This is an optimization exercise on Yosys and OpenROAD, whose aim is small area, a short achievable clock period and few clock cycles, not a production implementation. Function was checked by simulation only, so behaviour that the tests miss may differ from the original. Power is estimated from default activity; no workload was simulated.

**constraint.sdc**
```tcl
create_clock -name core_clock -period 10.0 [get_ports {clk}]
set_input_delay 2.0000 -clock core_clock [delete_from_list [all_inputs] [get_ports {clk}]]
set_output_delay 2.0000 -clock core_clock [all_outputs]
set_load 0.01 [all_outputs]
```
**run.sh**
```bash
#!/bin/bash
# synth_recipe.tcl (not shown) runs the flow's synth.tcl, then flattens the netlist and writes it again
# the make line also repeats each setting of config.mk as NAME=value (left out here)
make -C /OpenROAD-flow-scripts/flow DESIGN_CONFIG=/design/flow/config.mk WORK_HOME=/design/flow/orfs CLKGATE_MAP_FILE= SYNTH_SCRIPT=/design/flow/synth_recipe.tcl finish
```
**design.v**
```verilog
module sha256_core (
    input  wire         clk,
    input  wire         rst,         
    input  wire         msg_valid,
    output wire         msg_ready,
    input  wire         msg_first,
    input  wire [31:0]  msg_word,
    output reg          done,
    output wire [255:0] digest
);
    localparam [1:0] S_LOAD  = 2'd0,
                     S_ROUND = 2'd1,
                     S_FINAL = 2'd2;
    reg  [1:0]  state;
    reg  [3:0]  word_cnt;
    reg  [5:0]  round;
    reg  [31:0] w [0:15];
    reg  [31:0] a, b, c, d, e, f, g, h;
    reg  [31:0] h0, h1, h2, h3, h4, h5, h6, h7;
    assign msg_ready = (state == S_LOAD);
    assign digest    = {h0, h1, h2, h3, h4, h5, h6, h7};
    function [31:0] rotr(input [31:0] x, input integer n);
        rotr = (x >> n) | (x << (32 - n));
    endfunction
    reg [31:0] k_t;
    always @(*) begin
        case (round)
            6'd0:  k_t = 32'h428a2f98; 6'd1:  k_t = 32'h71374491;
            6'd2:  k_t = 32'hb5c0fbcf; 6'd3:  k_t = 32'he9b5dba5;
            6'd4:  k_t = 32'h3956c25b; 6'd5:  k_t = 32'h59f111f1;
            6'd6:  k_t = 32'h923f82a4; 6'd7:  k_t = 32'hab1c5ed5;
            6'd8:  k_t = 32'hd807aa98; 6'd9:  k_t = 32'h12835b01;
            6'd10: k_t = 32'h243185be; 6'd11: k_t = 32'h550c7dc3;
            6'd12: k_t = 32'h72be5d74; 6'd13: k_t = 32'h80deb1fe;
            6'd14: k_t = 32'h9bdc06a7; 6'd15: k_t = 32'hc19bf174;
            6'd16: k_t = 32'he49b69c1; 6'd17: k_t = 32'hefbe4786;
            6'd18: k_t = 32'h0fc19dc6; 6'd19: k_t = 32'h240ca1cc;
            6'd20: k_t = 32'h2de92c6f; 6'd21: k_t = 32'h4a7484aa;
            6'd22: k_t = 32'h5cb0a9dc; 6'd23: k_t = 32'h76f988da;
            6'd24: k_t = 32'h983e5152; 6'd25: k_t = 32'ha831c66d;
            6'd26: k_t = 32'hb00327c8; 6'd27: k_t = 32'hbf597fc7;
            6'd28: k_t = 32'hc6e00bf3; 6'd29: k_t = 32'hd5a79147;
            6'd30: k_t = 32'h06ca6351; 6'd31: k_t = 32'h14292967;
            6'd32: k_t = 32'h27b70a85; 6'd33: k_t = 32'h2e1b2138;
            6'd34: k_t = 32'h4d2c6dfc; 6'd35: k_t = 32'h53380d13;
            6'd36: k_t = 32'h650a7354; 6'd37: k_t = 32'h766a0abb;
            6'd38: k_t = 32'h81c2c92e; 6'd39: k_t = 32'h92722c85;
            6'd40: k_t = 32'ha2bfe8a1; 6'd41: k_t = 32'ha81a664b;
            6'd42: k_t = 32'hc24b8b70; 6'd43: k_t = 32'hc76c51a3;
            6'd44: k_t = 32'hd192e819; 6'd45: k_t = 32'hd6990624;
            6'd46: k_t = 32'hf40e3585; 6'd47: k_t = 32'h106aa070;
            6'd48: k_t = 32'h19a4c116; 6'd49: k_t = 32'h1e376c08;
            6'd50: k_t = 32'h2748774c; 6'd51: k_t = 32'h34b0bcb5;
            6'd52: k_t = 32'h391c0cb3; 6'd53: k_t = 32'h4ed8aa4a;
            6'd54: k_t = 32'h5b9cca4f; 6'd55: k_t = 32'h682e6ff3;
            6'd56: k_t = 32'h748f82ee; 6'd57: k_t = 32'h78a5636f;
            6'd58: k_t = 32'h84c87814; 6'd59: k_t = 32'h8cc70208;
            6'd60: k_t = 32'h90befffa; 6'd61: k_t = 32'ha4506ceb;
            6'd62: k_t = 32'hbef9a3f7; default: k_t = 32'hc67178f2;
        endcase
    end
    wire [31:0] big_s1 = rotr(e, 6) ^ rotr(e, 11) ^ rotr(e, 25);
    wire [31:0] big_s0 = rotr(a, 2) ^ rotr(a, 13) ^ rotr(a, 22);
    wire [31:0] ch     = (e & f) ^ (~e & g);
    wire [31:0] maj    = (a & b) ^ (a & c) ^ (b & c);
    wire [31:0] t1     = h + big_s1 + ch + k_t + w[0];
    wire [31:0] t2     = big_s0 + maj;
    wire [31:0] sml_s0 = rotr(w[1], 7)  ^ rotr(w[1], 18)  ^ (w[1] >> 3);
    wire [31:0] sml_s1 = rotr(w[14], 17) ^ rotr(w[14], 19) ^ (w[14] >> 10);
    wire [31:0] w_next = sml_s1 + w[9] + sml_s0 + w[0];
    wire accept = msg_valid && msg_ready;
    integer i;
    always @(posedge clk) begin
        if (rst) begin
            state    <= S_LOAD;
            word_cnt <= 4'd0;
            round    <= 6'd0;
            done     <= 1'b0;
        end else begin
            done <= 1'b0;
            case (state)
                S_LOAD: begin
                    if (accept) begin
                        for (i = 0; i < 15; i = i + 1)
                            w[i] <= w[i + 1];
                        w[15] <= msg_word;
                        if (word_cnt == 4'd0 && msg_first) begin
                            h0 <= 32'h6a09e667; h1 <= 32'hbb67ae85;
                            h2 <= 32'h3c6ef372; h3 <= 32'ha54ff53a;
                            h4 <= 32'h510e527f; h5 <= 32'h9b05688c;
                            h6 <= 32'h1f83d9ab; h7 <= 32'h5be0cd19;
                        end
                        word_cnt <= word_cnt + 4'd1;
                        if (word_cnt == 4'd15) begin
                            a <= h0; b <= h1; c <= h2; d <= h3;
                            e <= h4; f <= h5; g <= h6; h <= h7;
                            round <= 6'd0;
                            state <= S_ROUND;
                        end
                    end
                end
                S_ROUND: begin
                    h <= g;
                    g <= f;
                    f <= e;
                    e <= d + t1;
                    d <= c;
                    c <= b;
                    b <= a;
                    a <= t1 + t2;
                    for (i = 0; i < 15; i = i + 1)
                        w[i] <= w[i + 1];
                    w[15] <= w_next;
                    round <= round + 6'd1;
                    if (round == 6'd63)
                        state <= S_FINAL;
                end
                default: begin
                    h0 <= h0 + a; h1 <= h1 + b; h2 <= h2 + c; h3 <= h3 + d;
                    h4 <= h4 + e; h5 <= h5 + f; h6 <= h6 + g; h7 <= h7 + h;
                    done  <= 1'b1;
                    state <= S_LOAD;
                end
            endcase
        end
    end
endmodule
```
**config.mk**
```make
export PLATFORM = sky130hd
export DESIGN_NAME = sha256_core
export DESIGN_NICKNAME = sha256_core
export VERILOG_FILES = /design/flow/design.v
export SDC_FILE = /design/flow/constraint.sdc
export NUM_CORES = 4
export LEC_CHECK = 0
export CAP_MARGIN = 20
export CORE_MARGIN = 2
export CORE_UTILIZATION = 40
export SLEW_MARGIN = 20
```
==> results.txt <==
power breakdown:
part | total [mW] | leakage [nW] | internal, mW | switching [mW]
Sequential | 5.09 | 8.84 | 5.00 | 0.0888
Combinational | 1.45 | 16.4 | 0.588 | 0.862
Clock | 4.51 | 1.92 | 2.53 | 1.97
Total | 11.0 | 27.2 | 8.12 | 2.92
kinds of logic after synthesis:
group	Yosys count	share of synthesized area (%)
XOR/XNOR	547	7.44
AO/OA/AOI/OAI	1325	13.1
AND/OR/NAND/NOR	1752	11.8
buffers and inverters	621	3.75
multiplexers	53	0.879
flip-flops	1069	49.0
adder cells (fa/ha/maj)	609	14.0
worst max-delay path: cells and delay by family, from the launching register on:
kind            cells  cell delay, ns
compound gates     14            3.12
simple gates        3            0.45
fa+ha+maj           7            2.89
xor+xnor            4            1.05
flops               1            0.57
buf+inv             2            0.14
flip-flops by register name, summed over array words and instances, names as in the netlist:
register	count
h0	32
g	32
h3	32
h6	32
state	2
h1	32
c	32
k_t	32
h5	32
d	32
h7	32
h	32
a	32
h4	32
round	6
f	32
b	32
w	512
e	32
h2	32
done	1
word_cnt	4
cells in the final DEF (no fill, tap or decap), types with 30 or more instances in the layout:
master	count
o21bai_1	43
clkbuf_16	121
nand2b_1	68
o31ai_1	39
nor2b_1	40
nand2_1	961
xor2_1	180
fa_1	195
o21a_1	53
a21oi_1	341
nor2_1	332
buf_4	34
clkdlybuf4s50_1	293
a21o_1	148
ha_1	391
edfxtp_1	1024
and2_1	33
nor3_1	94
o21ai_0	346
a31oi_1	46
dfxtp_1	45
nand3_1	60
and3_1	36
inv_1	377
or3_1	32
mux2_2	30
a211oi_1	51
xnor2_1	365
Yosys cell counts, types with 17 or more instances:
library cell  instances
edfxtp_1           1024
a311oi_1             19
nand3_1              60
o21ai_0             346
o22ai_1              20
a21oi_1             341
nand2_1             961
clkbuf_1            192
xor2_1              181
buf_2                19
o21ai_1              21
nor3_1               95
nand2b_1             69
xnor2_1             365
a21o_1              148
a31oi_1              46
mux2_2               30
and3_1               36
inv_1               377
mux2i_1              23
o21bai_1             43
o21a_1               53
o31ai_1              39
nor2b_1              41
nor2_1              334
o211ai_1             24
fa_1                195
or3_1                32
and2_1               33
ha_1                391
a211oi_1             51
nand4_1              17
dfxtp_1              45
maj3_1               23
path summary, 6_finish.rpt:
path / slack (ns) / endpoint / from
worst max-delay path: 1.48 / a[31]$_DFFE_PP_ / e[12]$_DFFE_PP_
worst max register to register: 1.48 / a[31]$_DFFE_PP_ / e[12]$_DFFE_PP_
worst min-delay path: 0.37 / w[3][18]$_DFFE_PP_ / w[4][18]$_DFFE_PP_
worst min register to register: 0.37 / w[3][18]$_DFFE_PP_ / w[4][18]$_DFFE_PP_
area by class of cell:
type / count / share of cell area (%)
clock inverters: 79 / 1.26
flip-flops and latches: 1069 / 43.0
multi-input cells: 4286 / 41.5
inverters: 382 / 1.95
clock buffers: 136 / 4.20
repair buffers: 331 / 4.44
well taps: 2160 / 3.67
layer usage:
layer	GRT usage [%]	wire length [um]
met2	38.8	94200
met3	3.68	16500
met5	0	10
met1	37.4	95900
met4	8.39	7470
==> reports/results.txt <==
Hold Path Class - flip-flop to flip-flop
GR Util All Layers - 25.6%
Leakage - 27.2 nW
top post-synthesis cells by area - edfxtp_1 (48%), ha_1 (7.6%), fa_1 (6.0%)
worst-margin pin slew - 1.12 ns
CP required - 10.46 ns
via count - 47400
most used cell, CP - fa_1
# fillers - 14900
maximum VDD drop - 0.142 mV
largest net degree at the start of global routing - 213
pre-CTS WS - 1.66 ns
Power Density - 150 nW/um2
Final min period - 8.52 ns
first-pass GRT wire length - 310000 um
die area - 165000 um2
layout cells sized above 1 - 5.05%
Clock Sinks - 1069
top cell type's share of synthesized area - 47.6%
Final Power - 11.0 mW
Ports - 294
cells after synthesis - 5976
Hold Slack - 0.368 ns
Post-CTS Setup Bufs - 0
status - timing/DRC/antenna clean
CTS tree - yes
Num CTS Buffers - 118
Max FO, Critical Path - 6
row cnt - 147
drt pass-1 iters - 6
Worst path max stage delay - 0.57 ns
TNS Setup - 0 ns
Synth Warn # - 2
Cell Area, Synth - 64600 um2
EDFF count, synth - 1024
Synth-to-Final Area Change - 14.0%
count of different cell masters after synthesis - 98
top cell type by total area after synthesis - edfxtp_1
CTS Root Cell - clkbuf_16
WS Path Type - flip-flop to flip-flop
final WL - 214000 um
insertion delay to the later sink of the worst-skew pair - 0.79 ns
Starting Density - 40.2%
routability cong. - 0.960
Worst setup EP type - flip-flop
vias in the first global route - 45000
Cell Area, Placed - 69600 um2
area taken by flip-flops and latches - 31700 um2
Max Clock Skew - 0.0947 ns
initial antenna violation count - 12
FF-to-FF path depth - 30
Layout Utilization - 45.9%
number of synthesized register bits - 1069
Final Hold Viols - 0
Inst Count DP - 8228
Post-synth ARST share - 0%
RSZ-0062 raised after global routing - no
Multi-input gate area - 30600 um2
Layout Nets - 6810
Hold-fix buffers, CTS - 0
IO buf count - 293
Avg Inst Size Synth - 10.8 um2
DR DRC count - 0
Max-cap violations - 0
DR iter-0 viols - 5760
Die W - 406 um
final period utilization - 85.2%
final instance area - 73700 um2
Worst path slowest cell - edfxtp_1
GRT overflow - 0
post_cts resized - 0
max-slew violation count - 0
Main synth FF type - edfxtp_1
final setup fails - 0
worst rel slew slack - 25.0%
register area share after synthesis - 49.0%
vias per cell - 5.61
HPWL after DPL - 160000 um
Core Box Area - 161000 um2
startpoint types - flip-flop
Worst Path Arrival - 8.98 ns
antenna-violating nets left - 0
wire length per cell - 25.4 um
Clock Path Buffers - 3
cell count of the worst hold path - 0
final non-filler cell total - 8443
worst setup margin - 1.48 ns
fmax - 117 MHz
Diodes inserted - 0
Clk pin slew, worst setup/hold paths - 0.06 ns
Die Span Y - 406 um
syn nets - 6598
H-tree depth - 3
Testbench counts, summed over its fixed seeds: cycles 31,112.

-- afterwards: timing with drivers on the ports --
In the flow no input, the clock included, has a driving cell. The finished layout below was timed again as built, in two steps. Step 1, drivers: a clkbuf_16 drives clk and a buf_2 each remaining input, both assumed. Step 2 times the ports against the registers' clock, not the clock port: input delays grow and output delays shrink by t, the midpoint of the rising clock arrivals with the driver on. Slacks: no drivers / after step 1 / after step 2; pairs: no drivers / after step 1.
t, ns: 0.827
setup slack, ns: 1.484 / 1.484 / 1.484
worst register clock-pin slew, ns: 0.07 / 0.07
After both steps setup and hold are still met in this run. The setup slack of this run moves by 0.000 ns with the drivers and by 0.000 ns with both steps.
